Source: an optimization exercise on an open RTL-to-GDS flow (aim: small area and a short achievable clock period). Production flows keep margins and buffers that such runs may drop.
In this exercise RTL edits were held to simulation tests only and were not proved equivalent to the original.
Power is estimated from default activity; no workload was simulated.

===== run.sh =====
#!/bin/bash
# synth_recipe.tcl (not shown) runs the flow's synth.tcl, then flattens the netlist and writes it again
# the make line also repeats each setting of config.mk as NAME=value (left out here)
make -C /OpenROAD-flow-scripts/flow DESIGN_CONFIG=/design/flow/config.mk WORK_HOME=/design/flow/orfs CLKGATE_MAP_FILE= SYNTH_SCRIPT=/design/flow/synth_recipe.tcl finish

===== config.mk =====
export PLATFORM = sky130hd
export DESIGN_NAME = fp_narrow
export DESIGN_NICKNAME = fp_narrow
export VERILOG_FILES = /design/flow/design.v
export SDC_FILE = /design/flow/constraint.sdc
export NUM_CORES = 4
export LEC_CHECK = 0
export ABC_AREA = 1
export CAP_MARGIN = 20
export CORE_MARGIN = 2
export CORE_UTILIZATION = 40
export SLEW_MARGIN = 20

===== constraint.sdc =====
create_clock -name core_clock -period 14.0 [get_ports {clk}]
set_input_delay 2.8000 -clock core_clock [delete_from_list [all_inputs] [get_ports {clk}]]
set_output_delay 2.8000 -clock core_clock [all_outputs]
set_load 0.01 [all_outputs]

===== design.v =====
module fp_narrow (
    input  wire        clk,
    input  wire        rst,           
    input  wire        in_valid,
    input  wire [31:0] in_x,          
    input  wire [3:0]  in_fmt,        
    input  wire [2:0]  in_rmode,      
    input  wire        in_sat,        
    input  wire [15:0] in_r,          
    output reg         out_valid,
    output reg  [15:0] out_y,         
    output reg         out_ovf,       
    output reg         out_nan,       
    output reg         out_err        
);
    wire a_bf  = in_fmt == 4'h1;
    wire a_h   = in_fmt == 4'h2;
    wire a_e43 = in_fmt == 4'h3;
    wire a_e52 = in_fmt == 4'h4;
    wire a_e32 = in_fmt == 4'h7;
    wire a_e23 = in_fmt == 4'h8;
    wire a_e21 = in_fmt == 4'h9;
    wire a_int = in_fmt == 4'hA;
    wire a_fok = a_bf | a_h | a_e43 | a_e52 | a_e32 | a_e23 | a_e21 | a_int;
    wire a_finf = a_bf | a_h | a_e52;             
    wire a_rne = in_rmode == 3'd0;
    wire a_rup = in_rmode == 3'd2;
    wire a_rdn = in_rmode == 3'd3;
    wire a_sr  = in_rmode == 3'd4;
    wire a_err = ~a_fok | (in_rmode > 3'd4);
    wire        a_s    = in_x[31];
    wire [7:0]  ex     = in_x[30:23];
    wire [22:0] fr     = in_x[22:0];
    wire        ex_z   = ex == 8'h00;
    wire        ex_o   = ex == 8'hFF;
    wire        fr_z   = fr == 23'd0;
    wire        a_nan  = ex_o & ~fr_z;
    wire        a_inf  = ex_o & fr_z;
    wire [7:0]  eeff   = {ex[7:1], ex[0] | ex_z};
    reg normal, allout;
    always @* begin
        normal = 1'b1; allout = 1'b0;
        if (a_h)   begin normal = eeff >= 8'd113; allout = eeff < 8'd84;  end
        if (a_e43) begin normal = eeff >= 8'd121; allout = eeff < 8'd100; end
        if (a_e52) begin normal = eeff >= 8'd113; allout = eeff < 8'd92;  end
        if (a_e32) begin normal = eeff >= 8'd125; allout = eeff < 8'd104; end
        if (a_e23) begin normal = eeff >= 8'd127; allout = eeff < 8'd104; end
        if (a_e21) begin normal = eeff >= 8'd127; allout = eeff < 8'd108; end
        if (a_int) begin normal = eeff >= 8'd127; allout = eeff < 8'd104; end
    end
    reg over_lo, eq_max;
    always @* begin
        over_lo = 1'b0; eq_max = 1'b0;
        if (a_bf)  begin over_lo = 1'b0;
                         eq_max  = (ex == 8'd254) & (&fr[22:16]); end
        if (a_h)   begin over_lo = ex >= 8'd143;
                         eq_max  = (ex == 8'd142) & (&fr[22:13]); end
        if (a_e43) begin over_lo = (ex >= 8'd136) | ((ex == 8'd135) & (&fr[22:20]));
                         eq_max  = (ex == 8'd135) & (fr[22:20] == 3'b110); end
        if (a_e52) begin over_lo = ex >= 8'd143;
                         eq_max  = (ex == 8'd142) & (&fr[22:21]); end
        if (a_e32) begin over_lo = ex >= 8'd132;
                         eq_max  = (ex == 8'd131) & (&fr[22:21]); end
        if (a_e23) begin over_lo = ex >= 8'd130;
                         eq_max  = (ex == 8'd129) & (&fr[22:20]); end
        if (a_e21) begin over_lo = ex >= 8'd130;
                         eq_max  = (ex == 8'd129) & fr[22]; end
        if (a_int) begin over_lo = ex >= 8'd128;
                         eq_max  = (ex == 8'd127) & (&fr[22:17]); end
    end
    wire a_infpass = a_inf & a_finf & ~in_sat;
    wire a_ovf0 = ~a_err & ~a_nan & (a_inf ? ~a_infpass : over_lo);
    wire a_dir    = (a_rup & ~a_s) | (a_rdn & a_s);
    wire a_to_inf = ~in_sat & (a_finf | a_e43) &
                    (a_inf | a_rne | a_sr | a_dir);
    reg        v_q;
    reg        s_q, nan_q, err_q, infpass_q, ovf0_q, eqmax_q, toinf_q;
    reg        rne_q, sr_q, dir_q, normal_q, allout_q;
    reg [3:0]  fmt_q;
    reg [7:0]  ex_q;
    reg [23:0] m_q;
    reg [15:0] r_q;
    always @(posedge clk) begin
        if (rst) v_q <= 1'b0;
        else     v_q <= in_valid;
        s_q       <= a_s;
        nan_q     <= a_nan & ~a_err;
        err_q     <= a_err;
        infpass_q <= a_infpass & ~a_err;
        ovf0_q    <= a_ovf0;
        eqmax_q   <= eq_max;
        toinf_q   <= a_to_inf;
        rne_q     <= a_rne;
        sr_q      <= a_sr;
        dir_q     <= a_dir;
        normal_q  <= normal;
        allout_q  <= allout;
        fmt_q     <= in_fmt;
        ex_q      <= ex;
        m_q       <= {~ex_z, fr};
        r_q       <= in_r;
    end
    wire f_bf  = fmt_q == 4'h1;
    wire f_h   = fmt_q == 4'h2;
    wire f_e43 = fmt_q == 4'h3;
    wire f_e52 = fmt_q == 4'h4;
    wire f_e32 = fmt_q == 4'h7;
    wire f_e23 = fmt_q == 4'h8;
    wire f_e21 = fmt_q == 4'h9;
    wire f_int = fmt_q == 4'hA;
    reg [4:0] kq, rmin;
    always @* begin
        kq = 5'd5; rmin = 5'd3;
        if (f_h)   begin kq = 5'd18; rmin = 5'd0; end
        if (f_e43) begin kq = 5'd1;  rmin = 5'd7; end
        if (f_e52) begin kq = 5'd26; rmin = 5'd8; end
        if (f_e32) begin kq = 5'd6;  rmin = 5'd8; end
        if (f_e23) begin kq = 5'd7;  rmin = 5'd7; end
        if (f_e21) begin kq = 5'd9;  rmin = 5'd9; end
        if (f_int) begin kq = 5'd4;  rmin = 5'd4; end
    end
    wire [4:0] ne = ~{ex_q[4:1], ex_q[0] | ~m_q[23]};
    wire [4:0] sg = kq & ne, sp = kq ^ ne;
    wire [4:0] sc;
    assign sc[0] = 1'b0;
    assign sc[1] = sg[0];
    assign sc[2] = sg[1] | (sp[1] & sg[0]);
    assign sc[3] = sg[2] | (sp[2] & sg[1]) | (sp[2] & sp[1] & sg[0]);
    assign sc[4] = sg[3] | (sp[3] & sg[2]) | (sp[3] & sp[2] & sg[1]) | (sp[3] & sp[2] & sp[1] & sg[0]);
    wire [4:0] rsh = normal_q ? rmin : allout_q ? 5'd31 : (sp ^ sc);
    wire [26:0] mx = {m_q, 3'b000};
    wire [26:0] s0 = rsh[0] ? {1'd0, mx[26:1]}   : mx;
    wire [26:0] s1 = rsh[1] ? {2'd0, s0[26:2]}   : s0;
    wire [26:0] s2 = rsh[2] ? {4'd0, s1[26:4]}   : s1;
    wire [26:0] s3 = rsh[3] ? {8'd0, s2[26:8]}   : s2;
    wire [26:0] yy = rsh[4] ? {16'd0, s3[26:16]} : s3;
    wire sticky = (rsh[0] & mx[0])                 | (rsh[1] & (s0[1:0] != 2'd0)) |
                  (rsh[2] & (s1[3:0] != 4'd0))     | (rsh[3] & (s2[7:0] != 8'd0)) |
                  (rsh[4] & (s3[15:0] != 16'd0));
    wire [10:0] lo = yy[26:16];
    wire [15:0] t  = yy[15:0];
    wire        below   = sticky | (t[14:0] != 15'd0);
    wire        inexact = below | t[15];
    wire [15:0] add     = sr_q ? r_q : rne_q ? 16'h7FFF : {16{dir_q}};
    wire        cin     = (rne_q & (sticky | lo[0])) | (dir_q & sticky);
    wire [15:0] g0 = t & add, p0 = t | add;
    wire [7:0]  g1, p1;
    wire [3:0]  g2, p2;
    wire [1:0]  g3, p3;
    genvar gi;
    generate
        for (gi = 0; gi < 8; gi = gi + 1) begin : g_l1
            assign g1[gi] = g0[2*gi+1] | (p0[2*gi+1] & g0[2*gi]);
            assign p1[gi] = p0[2*gi+1] & p0[2*gi];
        end
        for (gi = 0; gi < 4; gi = gi + 1) begin : g_l2
            assign g2[gi] = g1[2*gi+1] | (p1[2*gi+1] & g1[2*gi]);
            assign p2[gi] = p1[2*gi+1] & p1[2*gi];
        end
        for (gi = 0; gi < 2; gi = gi + 1) begin : g_l3
            assign g3[gi] = g2[2*gi+1] | (p2[2*gi+1] & g2[2*gi]);
            assign p3[gi] = p2[2*gi+1] & p2[2*gi];
        end
    endgenerate
    wire g4 = g3[1] | (p3[1] & g3[0]);
    wire p4 = p3[1] & p3[0];
    wire up = g4 | (p4 & cin);
    reg [7:0] bz;
    always @* begin
        bz = 8'd0;
        if (f_bf)          bz = ex_q;
        if (f_h | f_e52)   bz = {3'd0, ~ex_q[4], ex_q[3:0]};
        if (f_e43)         bz = {4'd0, ~ex_q[3], ex_q[2:0]};
        if (f_e32)         bz = {5'd0, ~ex_q[2], ex_q[1:0]};
        if (f_e23 | f_e21) bz = {6'd0, ~ex_q[1], ex_q[0]};
        if (f_int)         bz = {7'd0, ex_q[0]};
        if (!normal_q)     bz = 8'd0;
    end
    reg [14:0] code_lo;
    always @* begin
        code_lo = 15'd0;
        if (f_bf)          code_lo = {bz, lo[6:0]};
        if (f_h)           code_lo = {bz[4:0], lo[9:0]};
        if (f_e43 | f_e23) code_lo = {4'd0, bz, lo[2:0]};
        if (f_e52 | f_e32) code_lo = {5'd0, bz, lo[1:0]};
        if (f_e21)         code_lo = {6'd0, bz, lo[0]};
        if (f_int)         code_lo = {1'd0, bz, lo[5:0]};
    end
    wire ovf = ovf0_q | (eqmax_q & up) | (sr_q & ~f_int & eqmax_q & inexact);
    wire        neg     = s_q & f_int;
    wire [14:0] cx      = code_lo ^ {15{neg}};
    wire [14:0] cx1     = cx + 15'd1;
    wire [14:0] fin_mag = (up ^ neg) ? cx1 : cx;
    reg [15:0] sbit, maxc, infc, nanc;
    always @* begin
        sbit = 16'd0; maxc = 16'd0; infc = 16'd0; nanc = 16'd0;
        if (f_bf)  begin sbit = {s_q, 15'd0}; maxc = 16'h7F7F; infc = 16'h7F80; nanc = 16'h7FC0; end
        if (f_h)   begin sbit = {s_q, 15'd0}; maxc = 16'h7BFF; infc = 16'h7C00; nanc = 16'h7E00; end
        if (f_e43) begin sbit = {8'd0, s_q, 7'd0}; maxc = 16'h007E; infc = 16'h007F; nanc = 16'h007F; end
        if (f_e52) begin sbit = {8'd0, s_q, 7'd0}; maxc = 16'h007B; infc = 16'h007C; nanc = 16'h007E; end
        if (f_e32) begin sbit = {10'd0, s_q, 5'd0}; maxc = 16'h001F; end
        if (f_e23) begin sbit = {10'd0, s_q, 5'd0}; maxc = 16'h001F; end
        if (f_e21) begin sbit = {12'd0, s_q, 3'd0}; maxc = 16'h0007; end
        if (f_int) begin maxc = s_q ? 16'h0081 : 16'h007F; end
    end
    wire [15:0] ovf_y = toinf_q ? (f_e43 ? infc : (sbit | infc))
                                : (f_int ? maxc : (sbit | maxc));
    wire [15:0] fin_y = f_int ? {8'd0, fin_mag[7:0]} : (sbit | {1'b0, fin_mag});
    wire [15:0] y = err_q ? 16'd0 :
                    nan_q ? nanc :
                    (ovf | infpass_q) ? ovf_y : fin_y;
    always @(posedge clk) begin
        if (rst) out_valid <= 1'b0;
        else     out_valid <= v_q;
        out_y   <= y;
        out_ovf <= ovf & ~nan_q & ~err_q;
        out_nan <= nan_q;
        out_err <= err_q;
    end
endmodule

==> run notes <==
==> logic make-up after synthesis <==
family | after synthesis | synth area share [%]
simple gates | 698 | 49.1
buf+inv | 165 | 10.6
compound gates | 134 | 12.2
flops | 85 | 25.7
xor+xnor | 9 | 1.19
fa+ha+maj | 6 | 1.25
==> routing by layer <==
layer  global-route usage, %  wire length (um)  vias up
met3                    3.26              1290       39
met1                    36.4             10500     3376
met5                       0                 0        -
met2                    36.5              9180      295
li1                        -                 -     3783
met4                    7.95               486        0
==> stage by stage <==
| step | hold WS, ns | setup slack, ns | power (uW) |
|---|---|---|---|
| 2_1_floorplan | 0.350 | 9.78 | 525 |
| 3_3_place_gp | 0.390 | 8.21 | 618 |
| 3_5_place_dp | 0.395 | 8.11 | 616 |
| 4_1_cts | 0.404 | 8.06 | 866 |
| 5_1_grt | 0.439 | 7.81 | 926 |
| 6_report | 0.403 | 8.33 | 867 |
==> registers in the layout, indices dropped and copies added (netlist names), 4 cells and up <==
register,cells
m_q,24
out_y,16
r_q,16
ex_q,8
fmt_q,4
==> worst register-to-register path: stages (launching register included) <==
cell,delay [ns]
dfxtp_1,0.37
inv_1,0.09
nor2_2,0.17
nand2_2,0.24
nand2_1,0.20
inv_1,0.07
nand2_1,0.08
inv_1,0.05
fa_1,0.39
a21oi_1,0.14
o21ai_0,0.16
o22ai_4,0.62
inv_2,0.43
a21oi_1,0.44
nand2_1,0.12
a21oi_1,0.24
o21ai_1,0.18
xor2_1,0.21
ha_1,0.21
inv_1,0.07
nor3_2,0.31
nand3_1,0.28
nor2_1,0.19
nand3_1,0.08
nand2_1,0.07
nand2_1,0.06
a21oi_1,0.12
==> how the worst max path moves through the flow <==
stage / startpoint / slack [ns] / endpoint / cells after the start
floorplan: in_fmt[1] / 9.78 / normal_q$_DFF_P_ / 7
global placement: fmt_q[0]$_DFF_P_ / 8.21 / out_y[10]$_SDFF_PP0_ / 27
detailed placement: fmt_q[1]$_DFF_P_ / 8.11 / out_y[10]$_SDFF_PP0_ / 27
CTS: fmt_q[1]$_DFF_P_ / 8.06 / out_y[10]$_SDFF_PP0_ / 27
global route: fmt_q[0]$_DFF_P_ / 7.81 / out_y[14]$_SDFF_PP0_ / 26
finish: fmt_q[1]$_DFF_P_ / 8.33 / out_y[14]$_SDFF_PP0_ / 26
==> where the power goes <==
part           leakage [uW]  switching, uW  internal [uW]
clock              0.000156           98.8            148
sequential         0.000708           8.19            255
combinational       0.00282            239            118
==> final cells by class <==
type / count / share of cell area (%)
clock buffers: 11 / 3.23
clock inverters: 5 / 0.736
inverters: 130 / 6.26
multi-input cells: 847 / 54.2
flip-flops and latches: 85 / 21.8
well taps: 220 / 3.52
repair buffers: 81 / 10.3
==> layout by cell type, fill, tap and decap left out, drive strengths merged, types with 11 or more instances in the layout <==
cell type,n
a21oi,55
nand4,17
inv,129
dfxtp,85
nor3,23
clkbuf,11
nor2,111
nor4,13
nand2,288
o21ai,41
clkdlybuf4s50,78
nand3,229
==> results.toml <==
[worst_setup_path]
reg2reg_to = "out_y[14]$_SDFF_PP0_"
rr_startpoint = "fmt_q[1]$_DFF_P_"
critPathRequiredTime_ns = 14.28
path_max_fanout = 29
cpMostUsedCell = "nand2_1"
end_kind = "register"
worst_path_largest_cell_delay_ns = 0.62
worst-path-buf-inv = 5
rr_worst_depth = 26
reg2reg_slack_ns = 8.33
cp-start-kind = "register"
worst_path_max_delay_cell = "o22ai_4"
crit_type = "register to register"
critical_path.top_delay_family = "compound AO/OA/AOI/OAI gates"
critPathArrivalTime_ns = 5.95

[min_path]
hold_end = "out_valid$_SDFF_PP0_"
whs_path_depth = 2
min_from = "v_q$_SDFF_PP0_"
hp-class = "register to register"

[floorplan]
die_x_um = 133
die_area_sq_um = 17600
die_h_um = 133
ios = 79
core_area_sq_um = 16400
fp-row-count = 47
start_util_pct = 40.4

[timing]
slew_viol_final = 0
fin_crit_ns = 5.67
rsz0062_at_grt = "false"
fin_skew_ns = 0.00877
fin_crit_sh_pct = 40.5
setup_tns_ns = 0
hold_violations = 0
slew_headroom_pct = 32.2
final-setup-viol-count = 0
max_freq_ghz = 0.176
worst_pin_slew_ns = 1.01

[cts]
clk_latency_ns = 0.35
cts-root-buf = "clkbuf_16"
postCtsHoldBufs = 0
cts_tree = "built"
post_cts_buffers = 0
clk_pin_slew_ns = 0.06
ctsResizeCount = 0
cts-buffers-inserted = 9
cts.sink_count = 85
clockBufferDepth = 2
htree_levels = 3

[final_layout]
num-fill-cells = 1774
multi_input_area_sq_um = 4240
drive_gt1_share_pct = 6.30
nNetsFinal = 1219
fin_cells = 1379
design_area_sq_um = 7820
area_growth_pct = 18.1
final_core_utilization_pct = 47.7
insertedDiodeCount = 0
seq_area_sq_um = 1700

[detailed_routing]
num_vias = 7493
wire_per_inst_um = 15.5
vias_per_cell = 5.43
drc = 0
drtPass1Iterations = 6
drtAntennaViolNets = 0
drtIter0Drc = 714
wl_um = 21400

[yosys]
ys_top_cells_by_area = "dfxtp_1, nand3_1, nand2_1"
synth_top_area_share_pct = 25.7
synthCells = 1097
yosysWarnings = 1
synthArstFlopShare_pct = 0
synth.ff_latch_count = 85
yosys-top-cells-count = "nand2_1, nand3_1, inv_1"
synth_area_per_cell_sq_um = 6.04
post-synth-top-count-cell = "nand2_1"
synth_top_flop_cell = "dfxtp_1"
ys_seq_area_share_pct = 25.7
yosysTopAreaCell = "dfxtp_1"
synth_edf_count = 0
syn_nets = 1162
synth_area_sq_um = 6620
synth.distinct_cells = 61

[place]
portBuffers = 78
dp_hpwl_um = 16900
dp_cells = 1362
gp_congestion = 0.943
place_area_sq_um = 7490

[pwr]
ir_drop_mv = 0.0689
leakage_uw = 0.00368
power.density_nw_per_um2 = 111

[global_routing]
grt_first_pass_wirelength_um = 35100
track_usage_pct = 24.5
antenna_found_initial = 0
gr-total-overflow = 0
grt_max_degree = 36
grt_pass1_vias = 6834

[run_status]
status = "complete, no violations"

[run]
cap_violations = 0

afterwards: timing with drivers on the ports:
How much do the figures lean on ideal ports? The routed layout below was timed once more, with nothing changed but the port constraints. Step 1 assumes that a clkbuf_16 drives the clock port and a buf_2 every other input. Step 2 times the ports against the registers' clock, not the clock port: input delays grow and output delays shrink by t, the midpoint of the rising clock arrivals with the driver on. Three values: no drivers, after step 1, after step 2; two values: the first two.
t (ns): 0.388
slack for setup (ns): 8.330 / 8.330 / 8.330
slew at the worst register clock pin (ns): 0.07 / 0.07
cell pins on the clock port's net: 1
After both steps this run still meets setup and hold. The setup slack of this run moves by 0.000 ns with the drivers and by 0.000 ns with both steps.
